This design comes from an exercise in tuning for small area, a short achievable clock period and few clock cycles per item on the open sky130 flow, not from production work.
Only simulation tests tie the RTL to the original design; equivalence was not proved.

## flow/design.v (module list and top-level ports; edited modules follow where they fit)
// module rs_encoder: 1027 lines
// module rs_log: 269 lines
// module rs_decoder: 186 lines
// module rs_group_codec: 65 lines
module rs_group_codec (
    input  wire         clk,
    input  wire         rst_n,         
    input  wire         in_valid,
    output wire         in_ready,
    input  wire         in_op,         
    input  wire [255:0] in_data,
    input  wire [23:0]  in_check,      
    input  wire [31:0]  in_addr,       
    output reg          out_valid,
    input  wire         out_ready,
    output wire [255:0] out_data,
    output wire [23:0]  out_check,
    output wire [1:0]   out_status,
    output wire [5:0]   out_pos
);
  // ...
==> flow/run.sh <==
#!/bin/bash
# synth_recipe.tcl (not shown) runs the flow's synth.tcl, then flattens the netlist and writes it again
# the make line also repeats each setting of config.mk as NAME=value (left out here)
make -C /OpenROAD-flow-scripts/flow DESIGN_CONFIG=/design/flow/config.mk WORK_HOME=/design/flow/orfs CLKGATE_MAP_FILE= SYNTH_SCRIPT=/design/flow/synth_recipe.tcl finish
==> flow/config.mk <==
export PLATFORM = sky130hd
export DESIGN_NAME = rs_group_codec
export DESIGN_NICKNAME = rs_group_codec
export VERILOG_FILES = /design/flow/design.v
export SDC_FILE = /design/flow/constraint.sdc
export NUM_CORES = 4
export LEC_CHECK = 0
export ABC_AREA = 1
export CAP_MARGIN = 20
export CORE_AREA = 5 5 225 225
export DIE_AREA = 0 0 230 230
export PLACE_DENSITY = 0.7
export SLEW_MARGIN = 20
==> flow/constraint.sdc <==
create_clock -name core_clock -period 15.0 [get_ports {clk}]
set_input_delay 3.0000 -clock core_clock [delete_from_list [all_inputs] [get_ports {clk}]]
set_output_delay 3.0000 -clock core_clock [all_outputs]
set_load 0.01 [all_outputs]
==> results.cfg, run 1 <==
[die]
rows = 80
start_util_pct = 81.3
die_y_um = 230
ios = 607
die_w_um = 230

[yosys]
syn_nets = 6118
synth_common_cells = nand2_1, nand3_1, xor2_1, inv_1, xnor2_1
synth_adder_area_share_pct = 1.44
muxShareOfSynthArea_pct = 0
synth-edff-count = 321
synth_cells = 5757
yosys.area.top_type_share_pct = 24.8
synth-compound-area-share_pct = 3.20
ys_types = 59
synth_top_area_cell = edfxtp_1
synthArstFlopShare_pct = 0
synth_warnings = 3
synth-xor-area-share_pct = 24.9
synthTopCellsByArea = edfxtp_1, nand2_1, xor2_1, xnor2_1, nand3_1
synth.most_common_cell = nand2_1
synth-simple-area-share_pct = 38.4
synth_seq_cells = 322
synth_top_family_by_area = simple AND/OR/NAND/NOR gates
syn_avg_cell_area_um2 = 6.75
synth-main-ff-cell = edfxtp_1
synth_seq_area_share_pct = 24.8
synth.cell_area_um2 = 38900

[place]
port-buffer-count = 606

[status]
status = aborted with a tool error
firstError = [ERROR GPL-0301] Utilization 103.019 % exceeds 100%.
failed_stage = global placement
Testbench counts, summed over its fixed seeds: cycles 9,608, items 9,600.
==> inputs of run 2 (changes only) <==
==> flow/config.mk (replaced) <==
export PLATFORM = sky130hd
export DESIGN_NAME = rs_group_codec
export DESIGN_NICKNAME = rs_group_codec
export VERILOG_FILES = /design/flow/design.v
export SDC_FILE = /design/flow/constraint.sdc
export NUM_CORES = 4
export LEC_CHECK = 0
export CAP_MARGIN = 20
export CORE_AREA = 5 5 265 265
export DIE_AREA = 0 0 270 270
export PLACE_DENSITY = 0.6
export SLEW_MARGIN = 20
==> results.cfg, run 2 <==
[die]
die-area_um2 = 72900
rows = 95
core_um2 = 67200
ios = 607
die_y_um = 270
die_w_um = 270
start_util_pct = 50.6

[cts]
cts_buffers = 39
cts_tree = done
postCtsSetupRepairBufs = 0
clock_latency_ns = 0.58
ctsResizeCount = 0
clkSlewWorstSetupHoldPaths_ns = 0.06
cts_root_buf = clkbuf_16
numClockSinks = 322
cts_buffer_depth = 3
cts_hold_buf = 0
cts-htree-levels = 2

[yosys]
synth_cells = 3599
synthArstFlopShare_pct = 0
synthTopCellsByArea = edfxtp_1, xnor2_1, xor2_1, xnor3_1, nor2_1
synth.cell_area_um2 = 34000
synth_warnings = 3
synth.most_common_cell = xnor2_1
synth-edff-count = 321
synth_common_cells = xnor2_1, xor2_1, nor2_1, edfxtp_1, nand2_1
ys_types = 91
synth_top_area_cell = edfxtp_1
yosys.area.top_type_share_pct = 28.4
syn_nets = 3960
syn_avg_cell_area_um2 = 9.44
synth_seq_area_share_pct = 28.4
synth_seq_cells = 322
synth-main-ff-cell = edfxtp_1

[grt]
overflow = 0
grt_pass1_wl_um = 244000
track_usage_pct = 46.5
grt_max_degree = 169
antenna_found_initial = 14
grt_pass1_vias = 31000

[worst_setup_path]
arrival_ns = 7.02
ff2ff_setup_slack_ns = 12.00
cp-end-kind = output pin
worst-endpoint-required_ns = 12.00
critical_path_class = flip-flop to output pin
r2r-end = data_q[55]$_DFFE_PP_
crit_path_max_fanout = 33
r2r-start = out_valid$_SDFFE_PN0P_
rr_worst_depth = 4
cp-start-kind = flip-flop

[timing]
fin_crit_sh_pct = 66.8
rsz0062_at_grt = false
setup_viol = 0
finClkSkew_ns = 0.0274
max-slew-margin-rel_pct = 11.8
fin_crit_ns = 10.02
worst_hold_slack_ns = 0.547
slew_viol_final = 0
fmax_mhz = 99.8
fin_tns_setup_ns = 0
tightest_slew_ns = 1.32
hold_viol_final = 0

[drt]
route.met3.wl_um = 22800
routedWlPerCell_um = 35.7
top_layer = met5
wl_met2_um = 78000
via_count = 33000
dr.pass1.iters = 8
wl_met1_um = 58800
vias_per_cell = 6.59
drt_iter0_drc = 5935
drc = 0
finalWirelength_um = 179000
ant_nets = 0

[layout]
final_common_cell = xnor2_1
fin_area_um2 = 42300
layout.nets = 4459
largest_register_ff_count = 256
reg_top3 = data_q x256, check_q x24, syn_q x24
areaGrowthSynthToFinish_pct = 24.5
mostFrequentLayoutCells = xnor2_1, clkdlybuf4s50_1, xor2_1
layout-drive-gt1-share_pct = 4.41
largest_register = data_q

[status]
status = no timing/DRC/antenna violations

[job]
cap_viol_max_count = 0

[place]
port-buffer-count = 606
place_area_um2 = 41000
post-dp-hpwl_um = 138000
gp_congestion = 1.12

[worst_hold_path]
min-delay-path-class = flip-flop to flip-flop
min_to = out_valid$_SDFFE_PN0P_
min_from = out_valid$_SDFFE_PN0P_
holdPathStages = 2
-- run 2: cell type report --
| cell class | count | area, µm² |
|---|---|---|
| Multi-Input combinational cell | 3001 | 23400 |
| Clock buffer | 49 | 1030 |
| Fill cell | 5561 | 24900 |
| Sequential cell | 322 | 9660 |
| Timing Repair Buffer | 678 | 6620 |
| Tap cell | 873 | 1090 |
| Inverter | 56 | 218 |
| Antenna cell | 10 | 25.0 |
| Clock inverter | 20 | 255 |
-- run 2: cell families after synthesis --
family	after synthesis	share of synthesized area, %
AO/OA/AOI/OAI	560	11.2
AND/OR/NAND/NOR	918	11.5
adder cells (fa/ha/maj)	44	1.64
multiplexers	31	0.932
buffers and inverters	276	3.31
flip-flops	322	28.4
XOR/XNOR	1448	43.0
-- run 2: metrics by stage --
| stage | utilization [%] | std cells | setup slack [ns] |
|---|---|---|---|
| after global placement | 61.0 | 4929 | 5.65 |
| after CTS | 62.9 | 4999 | 5.01 |
| final | 63.0 | 5009 | 4.98 |
| after global routing | 63.0 | 5004 | 4.73 |
| after floorplan | - | 3599 | 3.78 |
| after detailed placement | 61.0 | 4930 | 5.67 |
-- run 2: critical path, stage by stage, from the launching register on --
cell	delay, ns
edfxtp_1	1.03
ha_1	0.57
xnor2_1	0.25
nand2_1	0.09
xor2_1	0.19
xnor2_1	0.33
xnor2_1	0.18
xnor2_1	0.14
nand4_1	0.15
nor4_1	0.68
o31a_1	0.56
nand3_4	0.50
buf_4	0.53
nor2_1	0.23
xor2_1	0.31
clkdlybuf4s50_1	0.61
-- run 2: worst max path at each step --
stage	from	end	cells after the start
final	syn_q[15]$_DFFE_PP_	out_data[8]	15
after global routing	syn_q[15]$_DFFE_PP_	out_data[156]	15
after CTS	syn_q[15]$_DFFE_PP_	out_data[156]	15
after floorplan	out_ready	check_q[0]$_DFFE_PP_	2
after detailed placement	syn_q[15]$_DFFE_PP_	out_data[156]	15
after global placement	in_data[140]	log1_q[0]$_DFFE_PP_	16
-- run 2: per-layer routing --
layer	vias to the layer above	global-route usage, %
met3	893	12.4
met5	-	0
met2	3129	72.6
met1	15600	54.4
met4	4	36.3
li1	13400	-
==> inputs of run 3 (changes only) <==
==> flow/flow/run.sh (new file) <==
#!/bin/bash
set -euo pipefail
MARGIN=$(cat flow/margin.txt)
bash standard.sh \
  "BUFFER_PORTS_ARGS=-buffer_cell sky130_fd_sc_hd__buf_1" \
  "SETUP_SLACK_MARGIN=$MARGIN" \
  finish > standard.log 2>&1
==> flow/flow/margin.txt (new file) <==
8
==> flow/standard.sh (new file) <==
#!/bin/bash
# synth_recipe.tcl (not shown) runs the flow's synth.tcl, then flattens the netlist and writes it again
# the make line also repeats each setting of config.mk as NAME=value (left out here)
make -C /OpenROAD-flow-scripts/flow DESIGN_CONFIG=/design/flow/config.mk WORK_HOME=/design/flow/orfs CLKGATE_MAP_FILE= SYNTH_SCRIPT=/design/flow/synth_recipe.tcl "${@:-finish}"
removed: flow/run.sh
==> results.cfg, run 3 <==
[status]
status = no timing/DRC/antenna violations

[timing]
fmax_mhz = 125
tightest_slew_ns = 1.25
hold_viol_final = 0
setup_viol = 0
fin_tns_setup_ns = 0
fin_crit_sh_pct = 53.3
max-slew-margin-rel_pct = 16.6
slew_viol_final = 0
finClkSkew_ns = 0.0336
rsz0062_at_grt = true
fin_crit_ns = 8.00

[drt]
drt_iter0_drc = 6546
via_count = 36500
route.met3.wl_um = 31700
drc = 0
top_layer = met5
wl_met2_um = 85400
finalWirelength_um = 208000
vias_per_cell = 6.91
dr.pass1.iters = 7
ant_nets = 0
wl_met1_um = 62900
routedWlPerCell_um = 39.3

[cts]
cts_tree = done
cts_buffer_depth = 3
cts_root_buf = clkbuf_16
cts-htree-levels = 2
clock_latency_ns = 0.59
cts_buffers = 37
numClockSinks = 322
clkSlewWorstSetupHoldPaths_ns = 0.07

[grt]
grt_pass1_vias = 34100
track_usage_pct = 51.4
grt_pass1_wl_um = 269000
antenna_found_initial = 17
grt_max_degree = 84
overflow = 0

[layout]
layout-drive-gt1-share_pct = 34.7
final_common_cell = xnor2_1
areaGrowthSynthToFinish_pct = 44.1
largest_register = data_q
largest_register_ff_count = 256
fin_cells = 5291
num-fill-cells = 4511
layout.nets = 4742
reg_top3 = data_q x256, check_q x24, syn_q x24
mostFrequentLayoutCells = xnor2_1, xor2_1, edfxtp_1

[yosys]
synth_cells = 3599
synth.cell_area_um2 = 34000
synth-simple-area-share_pct = 11.5
synthArstFlopShare_pct = 0
synth_top_family_by_area = XOR/XNOR gates
synthTopCellsByArea = edfxtp_1, xnor2_1, xor2_1, xnor3_1, nor2_1
synth-xor-area-share_pct = 43.0
synth_warnings = 3
muxShareOfSynthArea_pct = 0.932
synth.most_common_cell = xnor2_1
ys_types = 91
synth_seq_cells = 322
synth_common_cells = xnor2_1, xor2_1, nor2_1, edfxtp_1, nand2_1
synth_top_area_cell = edfxtp_1
syn_nets = 3960
yosys.area.top_type_share_pct = 28.4
syn_avg_cell_area_um2 = 9.44
synth-edff-count = 321
synth_seq_area_share_pct = 28.4
synth-compound-area-share_pct = 11.2
synth-main-ff-cell = edfxtp_1
synth_adder_area_share_pct = 1.64

[worst_setup_path]
critical_path_class = flip-flop to output pin
arrival_ns = 5.00
crit_path_max_fanout = 5
cp-start-kind = flip-flop
slowest_stage = edfxtp_1
cp_common_cell = buf_12
critPathMaxStageDelay_ns = 0.55
path_cells = inv_1 -> ha_2 -> inv_2 -> fa_2 -> a21o_1 -> a21oi_4 -> xnor2_2 -> or3_4 -> a211oi_4 -> buf_6 -> a31oi_4 -> nor3b_4 -> buf_12 -> nor2b_4 -> buf_12 -> buf_6 -> buf_12 -> nand2_8 -> nor2_4 -> xor2_1 -> buf_2
crit_buf_inv = 8
worst-endpoint-required_ns = 12.00
cp-end-kind = output pin
cp_top_family = simple AND/OR/NAND/NOR gates

[die]
die_w_um = 270
die-area_um2 = 72900
ios = 607
start_util_pct = 50.6
core_um2 = 67200
die_y_um = 270
rows = 95

[place]
dpl.cell_count = 4939
port-buffer-count = 606
gp_congestion = 1.10
post-dp-hpwl_um = 136000

[job]
cap_viol_max_count = 0

[worst_hold_path]
min-delay-path-class = flip-flop to flip-flop
[run 3: what timing repair did]
item	CTS	global route
setup buffers	149	84
hold buffers	0	0
cloned	38	5
setup endpoints to repair	304	304
pin swaps	327	186
resized for setup	1412	341
[run 3: logic make-up (layout without fill, tap and decap cells)]
logic type / after synthesis / in the layout
flops: 322 / 322
mux: 31 / 31
fa+ha+maj: 44 / 44
compound gates: 560 / 561
buf+inv: 276 / 1080
simple gates: 918 / 919
other cells: 0 / 13
xor+xnor: 1448 / 1448
[run 3: layout make-up]
class / count / area (µm²) / area share, %
multi-input cells: 3003 / 29100 / 59.4
flip-flops and latches: 322 / 9660 / 19.7
repair buffers: 959 / 7590 / 15.5
well taps: 873 / 1090 / 2.23
clock buffers: 49 / 992 / 2.03
inverters: 56 / 292 / 0.595
clock inverters: 14 / 221 / 0.452
diodes: 13 / 32.5 / 0.0664
repair inverters: 2 / 21.3 / 0.0434
[run 3: worst paths after layout]
check                                             from                      to  slack [ns]  cells past startpoint
worst max-delay path               log1_q[0]$_DFFE_PP_            out_data[97]        7.00                     21
worst min-delay path            out_valid$_SDFFE_PN0P_  out_valid$_SDFFE_PN0P_        0.56                      2
worst max register to register  out_valid$_SDFFE_PN0P_    data_q[41]$_DFFE_PP_       11.73                      4
worst min register to register  out_valid$_SDFFE_PN0P_  out_valid$_SDFFE_PN0P_        0.56                      2
[run 3: stage by stage]
stage / setup WS (ns) / utilization [%] / cell area [µm²] / hold WS, ns
finish: 7.00 / 72.9 / 49000 / 0.562
global route: 6.77 / 72.9 / 49000 / 0.605
CTS: 7.29 / 69.2 / 46500 / 0.562
detailed placement: 5.58 / 55.5 / 37300 / 0.557
global placement: 5.45 / 55.4 / 37200 / 0.539
floorplan: 8.00 / - / 34000 / 0.618
[run 3: worst register-to-register path, cell delays in order (launching register included)]
cell and delay [ns]:
dfxtp_1 0.32, nand2b_1 0.10, and2_4 0.36, buf_4 0.89, buf_4 1.14
[run 3: routing by layer]
metal / global-route usage, % / vias up
met5: 0.0658 / -
met4: 46.0 / 4
met3: 15.8 / 1513
met2: 78.1 / 3997
met1: 58.3 / 17100
li1: - / 13900
==> inputs of run 4 (changes only) <==
==> flow/flow/margin.txt (replaced) <==
6
==> results.cfg, run 4 <==
[drt]
drc = 0
finalWirelength_um = 174000
via_count = 32500
routedWlPerCell_um = 34.6
dr.pass1.iters = 7
drt_iter0_drc = 5661
vias_per_cell = 6.46
ant_nets = 0

[cts]
cts-htree-levels = 2
clock_latency_ns = 0.58
numClockSinks = 322
cts_tree = done
cts_buffers = 40
cts_buffer_depth = 3
cts_hold_buf = 0
clkSlewWorstSetupHoldPaths_ns = 0.07
cts_root_buf = clkbuf_16

[layout]
layout-drive-gt1-share_pct = 5.12
num-fill-cells = 6107
areaGrowthSynthToFinish_pct = 14.0
ff_latch_area_um2 = 9660
layout.nets = 4471
multi_input_area_um2 = 23500
largest_register = data_q
reg_top3 = data_q x256, check_q x24, syn_q x24
final_core_util_pct = 57.7
final_common_cell = xnor2_1
largest_register_ff_count = 256
mostFrequentLayoutCells = xnor2_1, buf_1, xor2_1

[worst_hold_path]
min_to = out_valid$_SDFFE_PN0P_
min-delay-path-class = flip-flop to flip-flop
holdPathStages = 2
min_from = out_valid$_SDFFE_PN0P_

[yosys]
synth_warnings = 3
synthTopCellsByArea = edfxtp_1, xnor2_1, xor2_1, xnor3_1, nor2_1
synth_cells = 3599
yosys.area.top_type_share_pct = 28.4
synth-edff-count = 321
synth_top_area_cell = edfxtp_1
synth_seq_area_share_pct = 28.4
syn_avg_cell_area_um2 = 9.44
synth.most_common_cell = xnor2_1
synth_seq_cells = 322
synth.cell_area_um2 = 34000
ys_types = 91
synthArstFlopShare_pct = 0
synth_common_cells = xnor2_1, xor2_1, nor2_1, edfxtp_1, nand2_1
synth-main-ff-cell = edfxtp_1
syn_nets = 3960

[worst_setup_path]
arrival_ns = 5.85
cp-start-kind = flip-flop
crit_path_max_fanout = 33
r2r-end = data_q[87]$_DFFE_PP_
cp-end-kind = output pin
crit_start = log1_q[0]$_DFFE_PP_
critical_path_class = flip-flop to output pin
r2r-start = out_valid$_SDFFE_PN0P_
rr_worst_depth = 4
worst-endpoint-required_ns = 12.00
ff2ff_setup_slack_ns = 12.01

[die]
die_w_um = 270
rows = 95
start_util_pct = 50.6
core_um2 = 67200
die-area_um2 = 72900
ios = 607
die_y_um = 270

[timing]
max-slew-margin-rel_pct = 20.7
fin_crit_sh_pct = 59.0
finClkSkew_ns = 0.0205
slew_viol_final = 0
final.setup.worst_slack_ns = 6.15
setup_viol = 0
fin_tns_setup_ns = 0
tightest_slew_ns = 1.19
fin_crit_ns = 8.85
fmax_mhz = 113
worst_hold_slack_ns = 0.544
hold_viol_final = 0
rsz0062_at_grt = true

[grt]
overflow = 0
grt_pass1_wl_um = 238000
track_usage_pct = 45.2
grt_pass1_vias = 30500
grt_max_degree = 167
antenna_found_initial = 15

[place]
port-buffer-count = 606
gp_congestion = 1.12
place_ws_ns = 5.94
post-dp-hpwl_um = 134000

[job]
cap_viol_max_count = 0

[status]
status = no timing/DRC/antenna violations
[run 4: repair_timing]
item | in CTS | in global routing
pin swaps | 1 | 0
gates resized for setup | 9 | 14
setup endpoints to repair | 57 | 62
cloned | 1 | 0
setup buffers | 1 | 0
[run 4: worst max-delay path by stage]
stage | end | slack (ns) | cells past startpoint
3_3_place_gp | out_data[3] | 5.26 | 18
3_5_place_dp | out_data[3] | 5.94 | 19
6_report | out_data[3] | 6.15 | 19
4_1_cts | out_data[3] | 5.99 | 19
2_1_floorplan | check_q[0]$_DFFE_PP_ | 7.42 | 2
5_1_grt | out_data[84] | 5.97 | 18
[run 4: cell families after synthesis]
family	Yosys count	share of synthesized area, %
AO/OA/AOI/OAI	560	11.2
multiplexers	31	0.932
adder cells (fa/ha/maj)	44	1.64
AND/OR/NAND/NOR	918	11.5
XOR/XNOR	1448	43.0
flip-flops	322	28.4
buffers and inverters	276	3.31
[run 4: metrics by stage]
step           area, µm²  instances
4_1_cts            38600       5013
3_3_place_gp       37200       4938
2_1_floorplan      34000       3599
3_5_place_dp       37200       4939
5_1_grt            38700       5023
6_report           38700       5026
[run 4: area by class of cell]
class                      count  area share (%)
multi-input combinational   3002            60.6
sequential                   322            24.9
timing repair buffer         688            7.57
tap                          873            2.82
clock buffer                  46            2.69
clock inverter                26           0.769
inverter                      56           0.562
antenna                       13          0.0840
[run 4: critical path, stage by stage (launching register included)]
cell and delay, ns:
edfxtp_1 0.51, inv_1 0.11, ha_1 0.17, inv_1 0.06, fa_1 0.42, a21o_1 0.18, a21oi_1 0.21, o21ai_1 0.08
a21oi_1 0.24, o21ai_1 0.20, a2111oi_2 0.51, xnor2_2 0.25, nor3b_2 0.32, buf_12 0.29, nor2b_4 0.38, buf_8 0.20
and4_4 0.48, nand2_1 0.15, xnor2_2 0.29, buf_1 0.20
[run 4: routing by layer]
layer  part of all wire (%)  vias up  track usage [%]
met5                      0        -                0
met4                    9.0        0             30.7
met3                     12      695             9.55
met2                     45     2813             72.3
met1                     35    15600             55.0
li1                       -    13400                -
==> module rs_decoder, before the edit <==
module rs_decoder (
    input  wire         op,           
    input  wire [255:0] data,         
    input  wire [23:0]  check,        
    input  wire [23:0]  syn,          
    input  wire [7:0]   log0,         
    input  wire [7:0]   log1,         
    output wire [255:0] data_out,
    output wire [23:0]  check_out,
    output wire [1:0]   status,
    output wire [5:0]   pos
);
    function automatic [7:0] gf_mul;
        input [7:0] a;
        input [7:0] b;
        integer i;
        reg [7:0] p;
        reg [7:0] x;
        begin
            p = 8'h00;
            x = a;
            for (i = 0; i < 8; i = i + 1) begin
                if (b[i])
                    p = p ^ x;
                x = {x[6:0], 1'b0} ^ (x[7] ? 8'h1D : 8'h00);
            end
            gf_mul = p;
        end
    endfunction
    wire [7:0] s0 = syn[7:0];
    wire [7:0] s1 = syn[15:8];
    wire [7:0] s2 = syn[23:16];
    wire clean  = ~|syn;
    wire single = (|s0) & (|s1) & (gf_mul(s1, s1) == gf_mul(s0, s2));
    wire [8:0] kd = {1'b0, log1} - {1'b0, log0};
    wire [7:0] k  = kd[8] ? kd[7:0] - 8'd1 : kd[7:0];
    wire corr = op & single & (k <= 8'd34);
    wire mis  = op & single & (k >= 8'd35) & (k <= 8'd38);
    assign status = (!op || clean) ? 2'd0 : corr ? 2'd1 : mis ? 2'd3 : 2'd2;
    assign pos    = (corr | mis) ? k[5:0] : 6'd0;
    wire w0 = syn[2] ^ syn[6];
    wire w1 = syn[3] ^ syn[7];
    wire w2 = syn[4] ^ syn[22];
    wire w3 = syn[1] ^ syn[5];
    wire w4 = syn[8] ^ syn[21];
    wire w5 = syn[19] ^ syn[23];
    wire w6 = syn[16] ^ w0;
    wire w7 = syn[12] ^ syn[14];
    wire w8 = syn[9] ^ syn[11];
    wire w9 = syn[13] ^ syn[15];
    wire w10 = syn[0] ^ syn[20];
    wire w11 = syn[17] ^ w4;
    wire w12 = syn[10] ^ w7;
    wire w13 = syn[18] ^ w2;
    wire w14 = w8 ^ w9;
    wire w15 = w3 ^ w5;
    wire w16 = syn[22] ^ w14;
    wire w17 = w1 ^ w15;
    wire w18 = w6 ^ w10;
    wire w19 = syn[6] ^ syn[8];
    wire w20 = syn[20] ^ w12;
    wire w21 = syn[15] ^ w13;
    wire w22 = syn[18] ^ w16;
    wire w23 = syn[5] ^ syn[17];
    wire w24 = syn[14] ^ syn[21];
    wire w25 = syn[7] ^ syn[16];
    wire w26 = syn[0] ^ syn[10];
    wire w27 = syn[5] ^ syn[23];
    wire w28 = syn[4] ^ w10;
    wire w29 = w1 ^ w2;
    wire w30 = syn[0] ^ w12;
    wire w31 = syn[9] ^ w13;
    wire w32 = w3 ^ w11;
    wire w33 = w1 ^ w6;
    wire w34 = w14 ^ w28;
    wire w35 = syn[7] ^ w18;
    wire w36 = w11 ^ w17;
    wire w37 = w21 ^ w30;
    wire w38 = w0 ^ w20;
    wire w39 = w32 ^ w38;
    wire w40 = w4 ^ w33;
    wire w41 = w22 ^ w40;
    wire w42 = syn[9] ^ syn[21];
    wire w43 = w2 ^ w42;
    wire w44 = w43 ^ w17;
    wire w45 = w18 ^ w44;
    wire w46 = syn[23] ^ w7;
    wire w47 = w29 ^ w46;
    wire w48 = syn[1] ^ syn[4];
    wire w49 = syn[23] ^ w9;
    wire w50 = w48 ^ w6;
    wire w51 = w11 ^ w49;
    wire w52 = w20 ^ w50;
    wire w53 = w51 ^ w52;
    wire w54 = syn[2] ^ w1;
    wire w55 = w23 ^ w24;
    wire w56 = w54 ^ w55;
    wire w57 = w56 ^ w22;
    wire w58 = syn[3] ^ w5;
    wire w59 = w19 ^ w58;
    wire w60 = w59 ^ w37;
    wire w61 = w25 ^ w15;
    wire w62 = w34 ^ w61;
    wire w63 = syn[17] ^ w18;
    wire w64 = w31 ^ w63;
    wire w65 = syn[18] ^ w26;
    wire w66 = w65 ^ w36;
    wire w67 = syn[1] ^ syn[8];
    wire w68 = syn[11] ^ syn[16];
    wire w69 = syn[17] ^ syn[19];
    wire w70 = w67 ^ w68;
    wire w71 = w69 ^ w70;
    wire w72 = syn[12] ^ syn[16];
    wire w73 = w2 ^ w19;
    wire w74 = w72 ^ w73;
    wire w75 = syn[13] ^ w27;
    wire w76 = w13 ^ w75;
    wire w77 = w76 ^ w35;
    wire w78 = syn[6] ^ syn[17];
    wire w79 = w24 ^ w78;
    wire w80 = w79 ^ w17;
    wire w81 = w21 ^ w35;
    wire w82 = syn[16] ^ w36;
    wire w83 = syn[16] ^ w3;
    wire w84 = w4 ^ w12;
    wire w85 = w83 ^ w31;
    wire w86 = w84 ^ w85;
    wire w87 = w5 ^ w23;
    wire w88 = w26 ^ w6;
    wire w89 = w87 ^ w16;
    wire w90 = w88 ^ w89;
    wire w91 = syn[6] ^ w8;
    wire w92 = w10 ^ w27;
    wire w93 = w11 ^ w29;
    wire w94 = w91 ^ w92;
    wire w95 = w93 ^ w94;
    wire w96 = syn[14] ^ syn[23];
    wire w97 = w19 ^ w25;
    wire w98 = w96 ^ w97;
    wire w99 = syn[7] ^ w32;
    wire w100 = w37 ^ w99;
    wire w101 = w0 ^ w15;
    wire w102 = w101 ^ w22;
    wire w103 = syn[8] ^ w5;
    wire w104 = w103 ^ w20;
    wire w105 = w33 ^ w104;
    wire w106 = w1 ^ w11;
    wire w107 = w34 ^ w106;
    wire [23:0] penc;
    assign penc[0] = w39;
    assign penc[1] = w41;
    assign penc[2] = w45;
    assign penc[3] = w47;
    assign penc[4] = w53;
    assign penc[5] = w57;
    assign penc[6] = w60;
    assign penc[7] = w62;
    assign penc[8] = w64;
    assign penc[9] = w66;
    assign penc[10] = w71;
    assign penc[11] = w74;
    assign penc[12] = w77;
    assign penc[13] = w80;
    assign penc[14] = w81;
    assign penc[15] = w82;
    assign penc[16] = w86;
    assign penc[17] = w90;
    assign penc[18] = w95;
    assign penc[19] = w98;
    assign penc[20] = w100;
    assign penc[21] = w102;
    assign penc[22] = w105;
    assign penc[23] = w107;
    genvar n;
    generate
        for (n = 0; n < 35; n = n + 1) begin : g_fix
            wire hit = corr & (k[5:0] == n);
            if (n < 3) begin : g_c
                assign check_out[8*n +: 8] = check[8*n +: 8] ^
                                             (op ? ({8{hit}} & s0) : penc[8*n +: 8]);
            end else begin : g_d
                assign data_out[8*(n-3) +: 8] = data[8*(n-3) +: 8] ^ ({8{hit}} & s0);
            end
        end
    endgenerate
endmodule
==> module rs_group_codec, before the edit <==
module rs_group_codec (
    input  wire         clk,
    input  wire         rst_n,         
    input  wire         in_valid,
    output wire         in_ready,
    input  wire         in_op,         
    input  wire [255:0] in_data,
    input  wire [23:0]  in_check,      
    input  wire [31:0]  in_addr,       
    output reg          out_valid,
    input  wire         out_ready,
    output wire [255:0] out_data,
    output wire [23:0]  out_check,
    output wire [1:0]   out_status,
    output wire [5:0]   out_pos
);
    wire [23:0] syn;
    rs_encoder u_syn (
        .data  (in_data),
        .check (in_check),
        .addr  (in_addr),
        .syn   (syn)
    );
    wire [7:0] log0, log1;
    rs_log u_log0 (.v(syn[7:0]),  .l(log0));
    rs_log u_log1 (.v(syn[15:8]), .l(log1));
    assign in_ready = !out_valid || out_ready;
    wire accept = in_valid && in_ready;
    always @(posedge clk) begin
        if (!rst_n) begin
            out_valid <= 1'b0;
        end else if (accept) begin
            out_valid <= 1'b1;
        end else if (out_ready) begin
            out_valid <= 1'b0;
        end
    end
    reg          op_q;
    reg  [255:0] data_q;
    reg  [23:0]  check_q;
    reg  [23:0]  syn_q;
    reg  [7:0]   log0_q, log1_q;
    always @(posedge clk) begin
        if (accept) begin
            op_q    <= in_op;
            data_q  <= in_data;
            check_q <= in_check;
            syn_q   <= syn;
            log0_q  <= log0;
            log1_q  <= log1;
        end
    end
    rs_decoder u_dec (
        .op        (op_q),
        .data      (data_q),
        .check     (check_q),
        .syn       (syn_q),
        .log0      (log0_q),
        .log1      (log1_q),
        .data_out  (out_data),
        .check_out (out_check),
        .status    (out_status),
        .pos       (out_pos)
    );
endmodule
==> inputs of run 5 (changes only) <==
--- a/flow/design.v
+++ b/flow/design.v
@@ -1025,286 +1025,15 @@
     assign syn[22] = x962;
     assign syn[23] = x994;
 endmodule
-module rs_log (
-    input  wire [7:0] v,
-    output reg  [7:0] l
-);
-    function automatic [7:0] gf_log;
-        input [7:0] v;
-        begin
-            case (v)
-                8'h01: gf_log = 8'd0;
-                8'h02: gf_log = 8'd1;
-                8'h03: gf_log = 8'd25;
-                8'h04: gf_log = 8'd2;
-                8'h05: gf_log = 8'd50;
-                8'h06: gf_log = 8'd26;
-                8'h07: gf_log = 8'd198;
-                8'h08: gf_log = 8'd3;
-                8'h09: gf_log = 8'd223;
-                8'h0A: gf_log = 8'd51;
-                8'h0B: gf_log = 8'd238;
-                8'h0C: gf_log = 8'd27;
-                8'h0D: gf_log = 8'd104;
-                8'h0E: gf_log = 8'd199;
-                8'h0F: gf_log = 8'd75;
-                8'h10: gf_log = 8'd4;
-                8'h11: gf_log = 8'd100;
-                8'h12: gf_log = 8'd224;
-                8'h13: gf_log = 8'd14;
-                8'h14: gf_log = 8'd52;
-                8'h15: gf_log = 8'd141;
-                8'h16: gf_log = 8'd239;
-                8'h17: gf_log = 8'd129;
-                8'h18: gf_log = 8'd28;
-                8'h19: gf_log = 8'd193;
-                8'h1A: gf_log = 8'd105;
-                8'h1B: gf_log = 8'd248;
-                8'h1C: gf_log = 8'd200;
-                8'h1D: gf_log = 8'd8;
-                8'h1E: gf_log = 8'd76;
-                8'h1F: gf_log = 8'd113;
-                8'h20: gf_log = 8'd5;
-                8'h21: gf_log = 8'd138;
-                8'h22: gf_log = 8'd101;
-                8'h23: gf_log = 8'd47;
-                8'h24: gf_log = 8'd225;
-                8'h25: gf_log = 8'd36;
-                8'h26: gf_log = 8'd15;
-                8'h27: gf_log = 8'd33;
-                8'h28: gf_log = 8'd53;
-                8'h29: gf_log = 8'd147;
-                8'h2A: gf_log = 8'd142;
-                8'h2B: gf_log = 8'd218;
-                8'h2C: gf_log = 8'd240;
-                8'h2D: gf_log = 8'd18;
-                8'h2E: gf_log = 8'd130;
-                8'h2F: gf_log = 8'd69;
-                8'h30: gf_log = 8'd29;
-                8'h31: gf_log = 8'd181;
-                8'h32: gf_log = 8'd194;
-                8'h33: gf_log = 8'd125;
-                8'h34: gf_log = 8'd106;
-                8'h35: gf_log = 8'd39;
-                8'h36: gf_log = 8'd249;
-                8'h37: gf_log = 8'd185;
-                8'h38: gf_log = 8'd201;
-                8'h39: gf_log = 8'd154;
-                8'h3A: gf_log = 8'd9;
-                8'h3B: gf_log = 8'd120;
-                8'h3C: gf_log = 8'd77;
-                8'h3D: gf_log = 8'd228;
-                8'h3E: gf_log = 8'd114;
-                8'h3F: gf_log = 8'd166;
-                8'h40: gf_log = 8'd6;
-                8'h41: gf_log = 8'd191;
-                8'h42: gf_log = 8'd139;
-                8'h43: gf_log = 8'd98;
-                8'h44: gf_log = 8'd102;
-                8'h45: gf_log = 8'd221;
-                8'h46: gf_log = 8'd48;
-                8'h47: gf_log = 8'd253;
-                8'h48: gf_log = 8'd226;
-                8'h49: gf_log = 8'd152;
-                8'h4A: gf_log = 8'd37;
-                8'h4B: gf_log = 8'd179;
-                8'h4C: gf_log = 8'd16;
-                8'h4D: gf_log = 8'd145;
-                8'h4E: gf_log = 8'd34;
-                8'h4F: gf_log = 8'd136;
-                8'h50: gf_log = 8'd54;
-                8'h51: gf_log = 8'd208;
-                8'h52: gf_log = 8'd148;
-                8'h53: gf_log = 8'd206;
-                8'h54: gf_log = 8'd143;
-                8'h55: gf_log = 8'd150;
-                8'h56: gf_log = 8'd219;
-                8'h57: gf_log = 8'd189;
-                8'h58: gf_log = 8'd241;
-                8'h59: gf_log = 8'd210;
-                8'h5A: gf_log = 8'd19;
-                8'h5B: gf_log = 8'd92;
-                8'h5C: gf_log = 8'd131;
-                8'h5D: gf_log = 8'd56;
-                8'h5E: gf_log = 8'd70;
-                8'h5F: gf_log = 8'd64;
-                8'h60: gf_log = 8'd30;
-                8'h61: gf_log = 8'd66;
-                8'h62: gf_log = 8'd182;
-                8'h63: gf_log = 8'd163;
-                8'h64: gf_log = 8'd195;
-                8'h65: gf_log = 8'd72;
-                8'h66: gf_log = 8'd126;
-                8'h67: gf_log = 8'd110;
-                8'h68: gf_log = 8'd107;
-                8'h69: gf_log = 8'd58;
-                8'h6A: gf_log = 8'd40;
-                8'h6B: gf_log = 8'd84;
-                8'h6C: gf_log = 8'd250;
-                8'h6D: gf_log = 8'd133;
-                8'h6E: gf_log = 8'd186;
-                8'h6F: gf_log = 8'd61;
-                8'h70: gf_log = 8'd202;
-                8'h71: gf_log = 8'd94;
-                8'h72: gf_log = 8'd155;
-                8'h73: gf_log = 8'd159;
-                8'h74: gf_log = 8'd10;
-                8'h75: gf_log = 8'd21;
-                8'h76: gf_log = 8'd121;
-                8'h77: gf_log = 8'd43;
-                8'h78: gf_log = 8'd78;
-                8'h79: gf_log = 8'd212;
-                8'h7A: gf_log = 8'd229;
-                8'h7B: gf_log = 8'd172;
-                8'h7C: gf_log = 8'd115;
-                8'h7D: gf_log = 8'd243;
-                8'h7E: gf_log = 8'd167;
-                8'h7F: gf_log = 8'd87;
-                8'h80: gf_log = 8'd7;
-                8'h81: gf_log = 8'd112;
-                8'h82: gf_log = 8'd192;
-                8'h83: gf_log = 8'd247;
-                8'h84: gf_log = 8'd140;
-                8'h85: gf_log = 8'd128;
-                8'h86: gf_log = 8'd99;
-                8'h87: gf_log = 8'd13;
-                8'h88: gf_log = 8'd103;
-                8'h89: gf_log = 8'd74;
-                8'h8A: gf_log = 8'd222;
-                8'h8B: gf_log = 8'd237;
-                8'h8C: gf_log = 8'd49;
-                8'h8D: gf_log = 8'd197;
-                8'h8E: gf_log = 8'd254;
-                8'h8F: gf_log = 8'd24;
-                8'h90: gf_log = 8'd227;
-                8'h91: gf_log = 8'd165;
-                8'h92: gf_log = 8'd153;
-                8'h93: gf_log = 8'd119;
-                8'h94: gf_log = 8'd38;
-                8'h95: gf_log = 8'd184;
-                8'h96: gf_log = 8'd180;
-                8'h97: gf_log = 8'd124;
-                8'h98: gf_log = 8'd17;
-                8'h99: gf_log = 8'd68;
-                8'h9A: gf_log = 8'd146;
-                8'h9B: gf_log = 8'd217;
-                8'h9C: gf_log = 8'd35;
-                8'h9D: gf_log = 8'd32;
-                8'h9E: gf_log = 8'd137;
-                8'h9F: gf_log = 8'd46;
-                8'hA0: gf_log = 8'd55;
-                8'hA1: gf_log = 8'd63;
-                8'hA2: gf_log = 8'd209;
-                8'hA3: gf_log = 8'd91;
-                8'hA4: gf_log = 8'd149;
-                8'hA5: gf_log = 8'd188;
-                8'hA6: gf_log = 8'd207;
-                8'hA7: gf_log = 8'd205;
-                8'hA8: gf_log = 8'd144;
-                8'hA9: gf_log = 8'd135;
-                8'hAA: gf_log = 8'd151;
-                8'hAB: gf_log = 8'd178;
-                8'hAC: gf_log = 8'd220;
-                8'hAD: gf_log = 8'd252;
-                8'hAE: gf_log = 8'd190;
-                8'hAF: gf_log = 8'd97;
-                8'hB0: gf_log = 8'd242;
-                8'hB1: gf_log = 8'd86;
-                8'hB2: gf_log = 8'd211;
-                8'hB3: gf_log = 8'd171;
-                8'hB4: gf_log = 8'd20;
-                8'hB5: gf_log = 8'd42;
-                8'hB6: gf_log = 8'd93;
-                8'hB7: gf_log = 8'd158;
-                8'hB8: gf_log = 8'd132;
-                8'hB9: gf_log = 8'd60;
-                8'hBA: gf_log = 8'd57;
-                8'hBB: gf_log = 8'd83;
-                8'hBC: gf_log = 8'd71;
-                8'hBD: gf_log = 8'd109;
-                8'hBE: gf_log = 8'd65;
-                8'hBF: gf_log = 8'd162;
-                8'hC0: gf_log = 8'd31;
-                8'hC1: gf_log = 8'd45;
-                8'hC2: gf_log = 8'd67;
-                8'hC3: gf_log = 8'd216;
-                8'hC4: gf_log = 8'd183;
-                8'hC5: gf_log = 8'd123;
-                8'hC6: gf_log = 8'd164;
-                8'hC7: gf_log = 8'd118;
-                8'hC8: gf_log = 8'd196;
-                8'hC9: gf_log = 8'd23;
-                8'hCA: gf_log = 8'd73;
-                8'hCB: gf_log = 8'd236;
-                8'hCC: gf_log = 8'd127;
-                8'hCD: gf_log = 8'd12;
-                8'hCE: gf_log = 8'd111;
-                8'hCF: gf_log = 8'd246;
-                8'hD0: gf_log = 8'd108;
-                8'hD1: gf_log = 8'd161;
-                8'hD2: gf_log = 8'd59;
-                8'hD3: gf_log = 8'd82;
-                8'hD4: gf_log = 8'd41;
-                8'hD5: gf_log = 8'd157;
-                8'hD6: gf_log = 8'd85;
-                8'hD7: gf_log = 8'd170;
-                8'hD8: gf_log = 8'd251;
-                8'hD9: gf_log = 8'd96;
-                8'hDA: gf_log = 8'd134;
-                8'hDB: gf_log = 8'd177;
-                8'hDC: gf_log = 8'd187;
-                8'hDD: gf_log = 8'd204;
-                8'hDE: gf_log = 8'd62;
-                8'hDF: gf_log = 8'd90;
-                8'hE0: gf_log = 8'd203;
-                8'hE1: gf_log = 8'd89;
-                8'hE2: gf_log = 8'd95;
-                8'hE3: gf_log = 8'd176;
-                8'hE4: gf_log = 8'd156;
-                8'hE5: gf_log = 8'd169;
-                8'hE6: gf_log = 8'd160;
-                8'hE7: gf_log = 8'd81;
-                8'hE8: gf_log = 8'd11;
-                8'hE9: gf_log = 8'd245;
-                8'hEA: gf_log = 8'd22;
-                8'hEB: gf_log = 8'd235;
-                8'hEC: gf_log = 8'd122;
-                8'hED: gf_log = 8'd117;
-                8'hEE: gf_log = 8'd44;
-                8'hEF: gf_log = 8'd215;
-                8'hF0: gf_log = 8'd79;
-                8'hF1: gf_log = 8'd174;
-                8'hF2: gf_log = 8'd213;
-                8'hF3: gf_log = 8'd233;
-                8'hF4: gf_log = 8'd230;
-                8'hF5: gf_log = 8'd231;
-                8'hF6: gf_log = 8'd173;
-                8'hF7: gf_log = 8'd232;
-                8'hF8: gf_log = 8'd116;
-                8'hF9: gf_log = 8'd214;
-                8'hFA: gf_log = 8'd244;
-                8'hFB: gf_log = 8'd234;
-                8'hFC: gf_log = 8'd168;
-                8'hFD: gf_log = 8'd80;
-                8'hFE: gf_log = 8'd88;
-                8'hFF: gf_log = 8'd175;
-                default: gf_log = 8'd0;
-            endcase
-        end
-    endfunction
-    always @* l = gf_log(v);
-endmodule
-module rs_decoder (
-    input  wire         op,           
-    input  wire [255:0] data,         
-    input  wire [23:0]  check,        
-    input  wire [23:0]  syn,          
-    input  wire [7:0]   log0,         
-    input  wire [7:0]   log1,         
-    output wire [255:0] data_out,
-    output wire [23:0]  check_out,
-    output wire [1:0]   status,
-    output wire [5:0]   pos
+module rs_front (
+    input  wire        op,           
+    input  wire [23:0] syn,          
+    input  wire [23:0] check,        
+    output wire        clean,        
+    output wire        single,       
+    output wire [7:0]  inv0,         
+    output wire [7:0]  s1c,          
+    output wire [23:0] check_hold    
 );
     function automatic [7:0] gf_mul;
         input [7:0] a;
@@ -1323,17 +1052,78 @@
             gf_mul = p;
         end
     endfunction
+    function automatic [3:0] g16_mul;
+        input [3:0] a;
+        input [3:0] b;
+        reg [6:0] p;
+        integer i;
+        begin
+            p = 7'd0;
+            for (i = 0; i < 4; i = i + 1)
+                if (b[i]) p = p ^ ({3'd0, a} << i);
+            for (i = 6; i >= 4; i = i - 1)
+                if (p[i]) p = p ^ (7'b0010011 << (i - 4));
+            g16_mul = p[3:0];
+        end
+    endfunction
+    function automatic [3:0] g16_inv;
+        input [3:0] a;
+        begin
+            case (a)
+                4'h0: g16_inv = 4'h0;
+                4'h1: g16_inv = 4'h1;
+                4'h2: g16_inv = 4'h9;
+                4'h3: g16_inv = 4'hE;
+                4'h4: g16_inv = 4'hD;
+                4'h5: g16_inv = 4'hB;
+                4'h6: g16_inv = 4'h7;
+                4'h7: g16_inv = 4'h6;
+                4'h8: g16_inv = 4'hF;
+                4'h9: g16_inv = 4'h2;
+                4'hA: g16_inv = 4'hC;
+                4'hB: g16_inv = 4'h5;
+                4'hC: g16_inv = 4'hA;
+                4'hD: g16_inv = 4'h4;
+                4'hE: g16_inv = 4'h3;
+                4'hF: g16_inv = 4'h8;
+                default: g16_inv = 4'h0;
+            endcase
+        end
+    endfunction
+    function automatic [7:0] t_inv;
+        input [7:0] a;
+        reg [3:0] d;
+        reg [3:0] di;
+        begin
+            d  = g16_mul(g16_mul(a[7:4], a[7:4]), 4'd8) ^ g16_mul(a[7:4], a[3:0]) ^
+                 g16_mul(a[3:0], a[3:0]);
+            di = g16_inv(d);
+            t_inv = {g16_mul(a[7:4], di), g16_mul(a[3:0] ^ a[7:4], di)};
+        end
+    endfunction
     wire [7:0] s0 = syn[7:0];
     wire [7:0] s1 = syn[15:8];
     wire [7:0] s2 = syn[23:16];
-    wire clean  = ~|syn;
-    wire single = (|s0) & (|s1) & (gf_mul(s1, s1) == gf_mul(s0, s2));
-    wire [8:0] kd = {1'b0, log1} - {1'b0, log0};
-    wire [7:0] k  = kd[8] ? kd[7:0] - 8'd1 : kd[7:0];
-    wire corr = op & single & (k <= 8'd34);
-    wire mis  = op & single & (k >= 8'd35) & (k <= 8'd38);
-    assign status = (!op || clean) ? 2'd0 : corr ? 2'd1 : mis ? 2'd3 : 2'd2;
-    assign pos    = (corr | mis) ? k[5:0] : 6'd0;
+    assign clean  = !op || (syn == 24'h000000);
+    assign single = op && (|s0) && (|s1) && (gf_mul(s1, s1) == gf_mul(s0, s2));
+    wire [7:0] s0c;
+    assign s0c[0] = s0[0] ^ s0[1] ^ s0[2] ^ s0[3] ^ s0[4] ^ s0[6] ^ s0[7];
+    assign s0c[1] = s0[2] ^ s0[3] ^ s0[6] ^ s0[7];
+    assign s0c[2] = s0[2] ^ s0[4] ^ s0[6];
+    assign s0c[3] = s0[3] ^ s0[4] ^ s0[5] ^ s0[6];
+    assign s0c[4] = s0[4] ^ s0[7];
+    assign s0c[5] = s0[1] ^ s0[3] ^ s0[4];
+    assign s0c[6] = s0[2] ^ s0[5] ^ s0[6];
+    assign s0c[7] = s0[5];
+    assign s1c[0] = s1[0] ^ s1[1] ^ s1[2] ^ s1[3] ^ s1[4] ^ s1[6] ^ s1[7];
+    assign s1c[1] = s1[2] ^ s1[3] ^ s1[6] ^ s1[7];
+    assign s1c[2] = s1[2] ^ s1[4] ^ s1[6];
+    assign s1c[3] = s1[3] ^ s1[4] ^ s1[5] ^ s1[6];
+    assign s1c[4] = s1[4] ^ s1[7];
+    assign s1c[5] = s1[1] ^ s1[3] ^ s1[4];
+    assign s1c[6] = s1[2] ^ s1[5] ^ s1[6];
+    assign s1c[7] = s1[5];
+    assign inv0 = t_inv(s0c);
     wire w0 = syn[2] ^ syn[6];
     wire w1 = syn[3] ^ syn[7];
     wire w2 = syn[4] ^ syn[22];
@@ -1443,39 +1233,129 @@
     wire w106 = w1 ^ w11;
     wire w107 = w34 ^ w106;
     wire [23:0] penc;
-    assign penc[0] = w39;
-    assign penc[1] = w41;
-    assign penc[2] = w45;
-    assign penc[3] = w47;
-    assign penc[4] = w53;
-    assign penc[5] = w57;
-    assign penc[6] = w60;
-    assign penc[7] = w62;
-    assign penc[8] = w64;
-    assign penc[9] = w66;
-    assign penc[10] = w71;
-    assign penc[11] = w74;
-    assign penc[12] = w77;
-    assign penc[13] = w80;
-    assign penc[14] = w81;
-    assign penc[15] = w82;
-    assign penc[16] = w86;
-    assign penc[17] = w90;
-    assign penc[18] = w95;
-    assign penc[19] = w98;
-    assign penc[20] = w100;
-    assign penc[21] = w102;
-    assign penc[22] = w105;
-    assign penc[23] = w107;
+    assign penc[0] = w39 ^ check[0];
+    assign penc[1] = w41 ^ check[1];
+    assign penc[2] = w45 ^ check[2];
+    assign penc[3] = w47 ^ check[3];
+    assign penc[4] = w53 ^ check[4];
+    assign penc[5] = w57 ^ check[5];
+    assign penc[6] = w60 ^ check[6];
+    assign penc[7] = w62 ^ check[7];
+    assign penc[8] = w64 ^ check[8];
+    assign penc[9] = w66 ^ check[9];
+    assign penc[10] = w71 ^ check[10];
+    assign penc[11] = w74 ^ check[11];
+    assign penc[12] = w77 ^ check[12];
+    assign penc[13] = w80 ^ check[13];
+    assign penc[14] = w81 ^ check[14];
+    assign penc[15] = w82 ^ check[15];
+    assign penc[16] = w86 ^ check[16];
+    assign penc[17] = w90 ^ check[17];
+    assign penc[18] = w95 ^ check[18];
+    assign penc[19] = w98 ^ check[19];
+    assign penc[20] = w100 ^ check[20];
+    assign penc[21] = w102 ^ check[21];
+    assign penc[22] = w105 ^ check[22];
+    assign penc[23] = w107 ^ check[23];
+    assign check_hold = op ? check : penc;
+endmodule
+module rs_decoder (
+    input  wire         clean,        
+    input  wire         single,       
+    input  wire [7:0]   s0,           
+    input  wire [7:0]   inv0,         
+    input  wire [7:0]   s1c,          
+    input  wire [255:0] data,         
+    input  wire [23:0]  check,        
+    output wire [255:0] data_out,
+    output wire [23:0]  check_out,
+    output wire [1:0]   status,
+    output wire [5:0]   pos
+);
+    function automatic [3:0] g16_mul;
+        input [3:0] a;
+        input [3:0] b;
+        reg [6:0] p;
+        integer i;
+        begin
+            p = 7'd0;
+            for (i = 0; i < 4; i = i + 1)
+                if (b[i]) p = p ^ ({3'd0, a} << i);
+            for (i = 6; i >= 4; i = i - 1)
+                if (p[i]) p = p ^ (7'b0010011 << (i - 4));
+            g16_mul = p[3:0];
+        end
+    endfunction
+    function automatic [7:0] t_mul;
+        input [7:0] a;
+        input [7:0] b;
+        reg [3:0] hh;
+        begin
+            hh    = g16_mul(a[7:4], b[7:4]);
+            t_mul = {g16_mul(a[7:4] ^ a[3:0], b[7:4] ^ b[3:0]) ^ g16_mul(a[3:0], b[3:0]),
+                     g16_mul(hh, 4'd8) ^ g16_mul(a[3:0], b[3:0])};
+        end
+    endfunction
+    wire [7:0]  r = t_mul(s1c, inv0);
+    wire [38:0] hit;
+    assign hit[0] = (r == 8'h01);
+    assign hit[1] = (r == 8'h21);
+    assign hit[2] = (r == 8'h47);
+    assign hit[3] = (r == 8'h2B);
+    assign hit[4] = (r == 8'h3D);
+    assign hit[5] = (r == 8'hC8);
+    assign hit[6] = (r == 8'h4F);
+    assign hit[7] = (r == 8'h13);
+    assign hit[8] = (r == 8'h50);
+    assign hit[9] = (r == 8'hFF);
+    assign hit[10] = (r == 8'hFD);
+    assign hit[11] = (r == 8'hBF);
+    assign hit[12] = (r == 8'h31);
+    assign hit[13] = (r == 8'h74);
+    assign hit[14] = (r == 8'h1D);
+    assign hit[15] = (r == 8'hAE);
+    assign hit[16] = (r == 8'h23);
+    assign hit[17] = (r == 8'h05);
+    assign hit[18] = (r == 8'hA5);
+    assign hit[19] = (r == 8'h78);
+    assign hit[20] = (r == 8'hA1);
+    assign hit[21] = (r == 8'hFC);
+    assign hit[22] = (r == 8'h9E);
+    assign hit[23] = (r == 8'h76);
+    assign hit[24] = (r == 8'h5F);
+    assign hit[25] = (r == 8'h20);
+    assign hit[26] = (r == 8'h66);
+    assign hit[27] = (r == 8'h6C);
+    assign hit[28] = (r == 8'h16);
+    assign hit[29] = (r == 8'hF5);
+    assign hit[30] = (r == 8'h87);
+    assign hit[31] = (r == 8'h5C);
+    assign hit[32] = (r == 8'h43);
+    assign hit[33] = (r == 8'hAF);
+    assign hit[34] = (r == 8'h02);
+    assign hit[35] = (r == 8'h42);
+    assign hit[36] = (r == 8'h8E);
+    assign hit[37] = (r == 8'h45);
+    assign hit[38] = (r == 8'h69);
+    wire corr = single & (|hit[34:0]);
+    wire mis  = single & (|hit[38:35]);
+    reg [5:0] kpos;
+    integer i;
+    always @* begin
+        kpos = 6'd0;
+        for (i = 0; i < 39; i = i + 1)
+            if (hit[i]) kpos = kpos | i[5:0];
+    end
+    assign status = clean ? 2'd0 : corr ? 2'd1 : mis ? 2'd3 : 2'd2;
+    assign pos    = single ? kpos : 6'd0;
     genvar n;
     generate
         for (n = 0; n < 35; n = n + 1) begin : g_fix
-            wire hit = corr & (k[5:0] == n);
+            wire fix = single & hit[n];
             if (n < 3) begin : g_c
-                assign check_out[8*n +: 8] = check[8*n +: 8] ^
-                                             (op ? ({8{hit}} & s0) : penc[8*n +: 8]);
+                assign check_out[8*n +: 8] = check[8*n +: 8] ^ ({8{fix}} & s0);
             end else begin : g_d
-                assign data_out[8*(n-3) +: 8] = data[8*(n-3) +: 8] ^ ({8{hit}} & s0);
+                assign data_out[8*(n-3) +: 8] = data[8*(n-3) +: 8] ^ ({8{fix}} & s0);
             end
         end
     endgenerate
@@ -1503,9 +1383,19 @@
         .addr  (in_addr),
         .syn   (syn)
     );
-    wire [7:0] log0, log1;
-    rs_log u_log0 (.v(syn[7:0]),  .l(log0));
-    rs_log u_log1 (.v(syn[15:8]), .l(log1));
+    wire        clean, single;
+    wire [7:0]  inv0, s1c;
+    wire [23:0] check_hold;
+    rs_front u_front (
+        .op         (in_op),
+        .syn        (syn),
+        .check      (in_check),
+        .clean      (clean),
+        .single     (single),
+        .inv0       (inv0),
+        .s1c        (s1c),
+        .check_hold (check_hold)
+    );
     assign in_ready = !out_valid || out_ready;
     wire accept = in_valid && in_ready;
     always @(posedge clk) begin
@@ -1517,28 +1407,29 @@
             out_valid <= 1'b0;
         end
     end
-    reg          op_q;
     reg  [255:0] data_q;
     reg  [23:0]  check_q;
-    reg  [23:0]  syn_q;
-    reg  [7:0]   log0_q, log1_q;
+    reg  [7:0]   s0_q, inv0_q, s1c_q;
+    reg          clean_q, single_q;
     always @(posedge clk) begin
         if (accept) begin
-            op_q    <= in_op;
-            data_q  <= in_data;
-            check_q <= in_check;
-            syn_q   <= syn;
-            log0_q  <= log0;
-            log1_q  <= log1;
+            data_q   <= in_data;
+            check_q  <= check_hold;
+            s0_q     <= syn[7:0];
+            inv0_q   <= inv0;
+            s1c_q    <= s1c;
+            clean_q  <= clean;
+            single_q <= single;
         end
     end
     rs_decoder u_dec (
-        .op        (op_q),
+        .clean     (clean_q),
+        .single    (single_q),
+        .s0        (s0_q),
+        .inv0      (inv0_q),
+        .s1c       (s1c_q),
         .data      (data_q),
         .check     (check_q),
-        .syn       (syn_q),
-        .log0      (log0_q),
-        .log1      (log1_q),
         .data_out  (out_data),
         .check_out (out_check),
         .status    (out_status),
==> results.cfg, run 5 <==
[worst_setup_path]
crit_path_max_fanout = 12
arrival_ns = 9.06
r2r-start = out_valid$_SDFFE_PN0P_
critical_path_class = input pin to flip-flop
r2r-end = data_q[12]$_DFFE_PP_
cp-start-kind = input pin
cp-end-kind = flip-flop
ff2ff_setup_slack_ns = 11.59
rr_worst_depth = 4
worst-endpoint-required_ns = 15.32

[die]
die_y_um = 270
core_um2 = 67200
ios = 607
rows = 95
die_w_um = 270
die-area_um2 = 72900
start_util_pct = 42.8

[yosys]
synth-main-ff-cell = edfxtp_1
syn_avg_cell_area_um2 = 10.7
syn_nets = 3026
synthArstFlopShare_pct = 0
synth_top_area_cell = xnor2_1
synth_common_cells = xnor2_1, nand2_1, edfxtp_1, xor2_1, nor2_1
yosys.area.top_type_share_pct = 34.3
ys_types = 69
synth_seq_cells = 307
synth.most_common_cell = xnor2_1
synth-edff-count = 306
synth.cell_area_um2 = 28800
synth_warnings = 3
synth_cells = 2692
synthTopCellsByArea = xnor2_1, edfxtp_1, xnor3_1, xor2_1, nand2_1
synth_seq_area_share_pct = 32.0

[cts]
cts_buffers = 38
cts_hold_buf = 0
clock_latency_ns = 0.59
clkSlewWorstSetupHoldPaths_ns = 0.06
cts-htree-levels = 2
numClockSinks = 307
cts_buffer_depth = 3
cts_tree = done
cts_root_buf = clkbuf_16

[grt]
grt_pass1_wl_um = 193000
track_usage_pct = 37.9
overflow = 0
antenna_found_initial = 8
grt_max_degree = 79
grt_pass1_vias = 23400

[drt]
finalWirelength_um = 144000
dr.pass1.iters = 6
via_count = 24100
ant_nets = 0
routedWlPerCell_um = 34.1
drc = 0
vias_per_cell = 5.69
drt_iter0_drc = 3356

[layout]
layout.nets = 3669
num-fill-cells = 6238
ff_latch_area_um2 = 9210
reg_top3 = data_q x256, check_q x24
mostFrequentLayoutCells = xnor2_1, buf_1, nand2_1
multi_input_area_um2 = 19400
final_common_cell = xnor2_1
largest_register_ff_count = 256
areaGrowthSynthToFinish_pct = 18.1
largest_register = data_q
layout-drive-gt1-share_pct = 6.79

[worst_hold_path]
min_to = out_valid$_SDFFE_PN0P_
min_from = out_valid$_SDFFE_PN0P_
min-delay-path-class = flip-flop to flip-flop
holdPathStages = 2

[status]
status = no timing/DRC/antenna violations

[timing]
setup_viol = 0
fin_tns_setup_ns = 0
max-slew-margin-rel_pct = 11.0
slew_viol_final = 0
finClkSkew_ns = 0.0263
fin_crit_sh_pct = 58.2
final.setup.worst_slack_ns = 6.27
fmax_mhz = 115
hold_viol_final = 0
fin_crit_ns = 8.73
rsz0062_at_grt = false
tightest_slew_ns = 1.33

[place]
post-dp-hpwl_um = 119000
port-buffer-count = 606
place_ws_ns = 4.99
gp_congestion = 1.10

[job]
cap_viol_max_count = 0
## run 5: cell types whose count changed after synthesis, sizes merged, moves of 26 or more
| cell | delta |
|---|---|
| nor2 | -230 |
| xor2 | -240 |
| o21ai | -91 |
| a31oi | -26 |
| a21oi | -84 |
| a211oi | -42 |
| nand3 | -83 |
| o22ai | -34 |
| clkbuf | -121 |
| xnor2 | +283 |
| ha | -26 |
| nand2 | +54 |
## run 5: worst max-delay path by stage
stage,depth (start not counted),startpoint,slack [ns],to
floorplan,21,in_addr[1],6.61,inv0_q[2]$_DFFE_PP_
global placement,19,in_data[13],4.95,inv0_q[1]$_DFFE_PP_
detailed placement,21,in_data[188],4.99,inv0_q[1]$_DFFE_PP_
CTS,22,in_data[12],6.00,inv0_q[7]$_DFFE_PP_
global route,20,in_data[13],6.04,inv0_q[1]$_DFFE_PP_
finish,21,in_data[233],6.27,inv0_q[1]$_DFFE_PP_
## run 5: repair_timing
action / CTS / global route
pin swaps: 0 / 2
resized for setup: 7 / 6
endpoints found under the setup margin: 8 / 8
endpoints found under the hold margin: 0 / 0
buffers inserted: 0 / 12
## run 5: cells by family (layout without fill, tap and decap cells)
| kind of cell | Yosys count | after routing | synth area share [%] |
|---|---|---|---|
| mux | 27 | 27 | 1.05 |
| xor+xnor | 1507 | 1507 | 53.3 |
| fa+ha+maj | 17 | 17 | 0.740 |
| buf+inv | 114 | 782 | 1.56 |
| other cells | 0 | 2 | 0 |
| flops | 307 | 307 | 32.0 |
| simple gates | 626 | 626 | 8.99 |
| compound gates | 94 | 94 | 2.32 |
## run 5: final cells by class
type	instances	area share [%]
clock buffer	47	3.02
timing repair buffer	687	8.52
clock inverter	18	0.512
multi-input combinational	2271	57.3
inverter	30	0.332
tap	873	3.22
antenna	2	0.0147
sequential	307	27.1
## run 5: through the flow
step / hold slack, ns / instances / instance area [µm²] / util (%)
5_1_grt: 0.587 / 4233 / 34000 / 50.6
2_1_floorplan: 0.609 / 2692 / 28800 / -
4_1_cts: 0.557 / 4219 / 33800 / 50.3
3_3_place_gp: 0.515 / 4153 / 32500 / 48.4
3_5_place_dp: 0.547 / 4154 / 32600 / 48.5
6_report: 0.551 / 4235 / 34000 / 50.6
## run 5: per-layer routing
layer	global-route usage [%]	part of all wire, %	vias up
met1	49.3	38	11900
li1	-	-	10100
met3	10.6	12	333
met2	59.4	44	1766
met4	16.3	5.4	4
met5	0	0.019	-
## run 5: critical path: stages
cell,delay (ns)
buf_1,0.23
xor3_1,0.40
xnor3_1,0.44
xnor3_1,0.37
xnor3_2,0.60
inv_1,0.22
ha_1,0.36
xor2_1,0.17
xnor3_1,0.31
clkinv_1,0.14
ha_1,0.21
xnor2_1,0.16
xnor3_1,0.46
xor2_2,0.22
ha_1,0.35
mux2_1,0.34
mux2i_4,0.39
xnor2_1,0.19
nor2b_1,0.17
xnor2_1,0.21
xnor2_1,0.09
Testbench counts of run 5, summed over its fixed seeds: cycles 9,608, items 9,600.
==> inputs of run 6 (changes only) <==
==> flow/flow/margin.txt (replaced) <==
7
==> results.cfg, run 6 <==
[layout]
final_common_cell = xnor2_1
ff_latch_area_um2 = 9210
reg_top3 = data_q x256, check_q x24
num-fill-cells = 6198
layout.nets = 3705
final_core_util_pct = 52.5
multi_input_area_um2 = 20300
largest_register_ff_count = 256
areaGrowthSynthToFinish_pct = 22.6
fin_area_um2 = 35300
mostFrequentLayoutCells = xnor2_1, buf_1, nand2_1
layout-drive-gt1-share_pct = 12.6
largest_register = data_q

[yosys]
synth_top_area_cell = xnor2_1
synth-main-ff-cell = edfxtp_1
synth.most_common_cell = xnor2_1
synth_warnings = 3
synthArstFlopShare_pct = 0
syn_avg_cell_area_um2 = 10.7
yosys.area.top_type_share_pct = 34.3
syn_nets = 3026
synthTopCellsByArea = xnor2_1, edfxtp_1, xnor3_1, xor2_1, nand2_1
ys_types = 69
synth-edff-count = 306
synth_common_cells = xnor2_1, nand2_1, edfxtp_1, xor2_1, nor2_1
synth_cells = 2692
synth_seq_cells = 307
synth_seq_area_share_pct = 32.0
synth.cell_area_um2 = 28800

[drt]
routedWlPerCell_um = 34.5
via_count = 24300
ant_nets = 0
dr.pass1.iters = 5
finalWirelength_um = 148000
drc = 0
vias_per_cell = 5.68
drt_iter0_drc = 3434

[cts]
cts_buffer_depth = 3
numClockSinks = 307
cts-htree-levels = 2
cts_hold_buf = 0
cts_buffers = 37
cts_tree = done
clkSlewWorstSetupHoldPaths_ns = 0.06
cts_root_buf = clkbuf_16
clock_latency_ns = 0.58

[timing]
max-slew-margin-rel_pct = 23.2
hold_viol_final = 0
rsz0062_at_grt = true
fin_tns_setup_ns = 0
fmax_mhz = 126
finClkSkew_ns = 0.0110
slew_viol_final = 0
tightest_slew_ns = 1.15
fin_crit_ns = 7.97
fin_crit_sh_pct = 53.1
setup_viol = 0

[worst_setup_path]
cp-end-kind = flip-flop
arrival_ns = 8.27
worst-endpoint-required_ns = 15.30
crit_end = check_q[9]$_DFFE_PP_
rr_worst_depth = 5
crit_start = in_data[196]
cp-start-kind = input pin
r2r-end = check_q[9]$_DFFE_PP_
ff2ff_setup_slack_ns = 10.98
crit_path_max_fanout = 17
r2r-start = out_valid$_SDFFE_PN0P_
critical_path_class = input pin to flip-flop

[die]
ios = 607
die-area_um2 = 72900
rows = 95
start_util_pct = 42.8
die_w_um = 270
die_y_um = 270
core_um2 = 67200

[grt]
grt_max_degree = 74
antenna_found_initial = 14
grt_pass1_vias = 23500
track_usage_pct = 38.7
grt_pass1_wl_um = 196000
overflow = 0

[place]
gp_congestion = 1.12
port-buffer-count = 606
place_area_um2 = 32600
post-dp-hpwl_um = 121000

[worst_hold_path]
min-delay-path-class = flip-flop to flip-flop
min_from = out_valid$_SDFFE_PN0P_

[status]
status = no timing/DRC/antenna violations

[job]
cap_viol_max_count = 0
-- run 6: cell counts after synthesis --
No cell type changed its count.
-- run 6: how the worst min path moves through the flow --
stage                             endpoint  slack, ns  depth (start not counted)
finish              out_valid$_SDFFE_PN0P_       0.63                          2
global route        out_valid$_SDFFE_PN0P_       0.66                          2
CTS                 out_valid$_SDFFE_PN0P_       0.62                          2
global placement    out_valid$_SDFFE_PN0P_       0.52                          2
detailed placement  out_valid$_SDFFE_PN0P_       0.56                          2
floorplan           out_valid$_SDFFE_PN0P_       0.61                          2
-- run 6: final cells by class --
class / instances / share of cell area, %
inverters: 30 / 0.348
flip-flops and latches: 307 / 26.1
well taps: 873 / 3.10
clock inverters: 21 / 0.518
diodes: 11 / 0.0780
repair buffers: 723 / 9.37
clock buffers: 46 / 2.84
multi-input cells: 2272 / 57.6
-- run 6: layer usage --
metal	routed length, µm	GRT usage [%]	vias to the layer above
li1	-	-	10200
met1	58400	52.5	12100
met2	66200	61.1	1797
met3	17100	9.63	291
met4	6140	12.7	2
met5	13	0	-
-- run 6: critical path: stages --
cell and delay, ns:
buf_1 0.41, xnor3_1 0.59, xnor3_1 0.50, xor2_2 0.36, xnor3_1 0.34, xnor2_1 0.16, xnor2_1 0.31, xnor3_4 0.64
xnor2_2 0.35, xor2_1 0.43, xnor2_1 0.34, xnor2_2 0.21, xnor2_1 0.30, nor2_1 0.13, xor2_1 0.16
-- run 6: stage by stage --
stage / cells / hold slack, ns / worst slack, ns
6_report: 4283 / 0.629 / 7.03
5_1_grt: 4276 / 0.659 / 6.97
4_1_cts: 4247 / 0.617 / 6.80
3_5_place_dp: 4155 / 0.559 / 5.19
3_3_place_gp: 4154 / 0.517 / 5.15
2_1_floorplan: 2692 / 0.609 / 7.06
-- run 6: what timing repair did --
action                                  4_1_cts  5_1_grt
endpoints found under the hold margin         0        0
gates cloned                                  1        0
endpoints found under the setup margin      164       99
gates resized for setup                      90      129
pin swaps                                    13       30
setup buffers                                24       25
-- run 6: kinds of logic after synthesis --
| logic type | share of synthesized area [%] |
|---|---|
| muxes | 1.05 |
| buffers and inverters | 1.56 |
| and+or+nand+nor | 8.99 |
| xor gates and xnor gates | 53.3 |
| DFF | 32.0 |
| AOI/OAI and AO/OA | 2.32 |
| adders and majority gates | 0.740 |

what the ideal ports hide:
How much do the figures lean on ideal ports? The routed layouts below were timed once more, with nothing changed but the port constraints. Step 1 assumes that a clkbuf_16 drives the clock port and a buf_2 every other input. Step 2 moves the port delays by t, midway between the first and last clock arrival at a register: inputs arrive t later, outputs are due t later. That takes back most of the time a late clock gives input paths. a / b / c = no drivers / after step 1 / after step 2; a / b = the first two.
| run | t (ns) | slack for setup (ns) | latest minus earliest clock arrival (ns) | pins driven straight from the clock port |
|---|---|---|---|---|
| run 2 | 0.629 | 4.985 / 4.922 / 5.229 | 0.033 / 0.034 | 1 |
| run 3 | 0.621 | 7.001 / 6.950 / 6.729 | 0.035 / 0.035 | 1 |
| run 4 | 0.619 | 6.152 / 6.102 / 5.635 | 0.027 / 0.027 | 1 |
| run 5 | 0.636 | 6.269 / 6.299 / 5.663 | 0.030 / 0.030 | 1 |
| run 6 | 0.625 | 7.034 / 7.062 / 6.437 | 0.018 / 0.018 | 1 |
After both steps setup and hold are still met in every run listed. The setup slack of run 5, which loses most, moves by +0.030 ns with the drivers and by -0.606 ns with both steps.
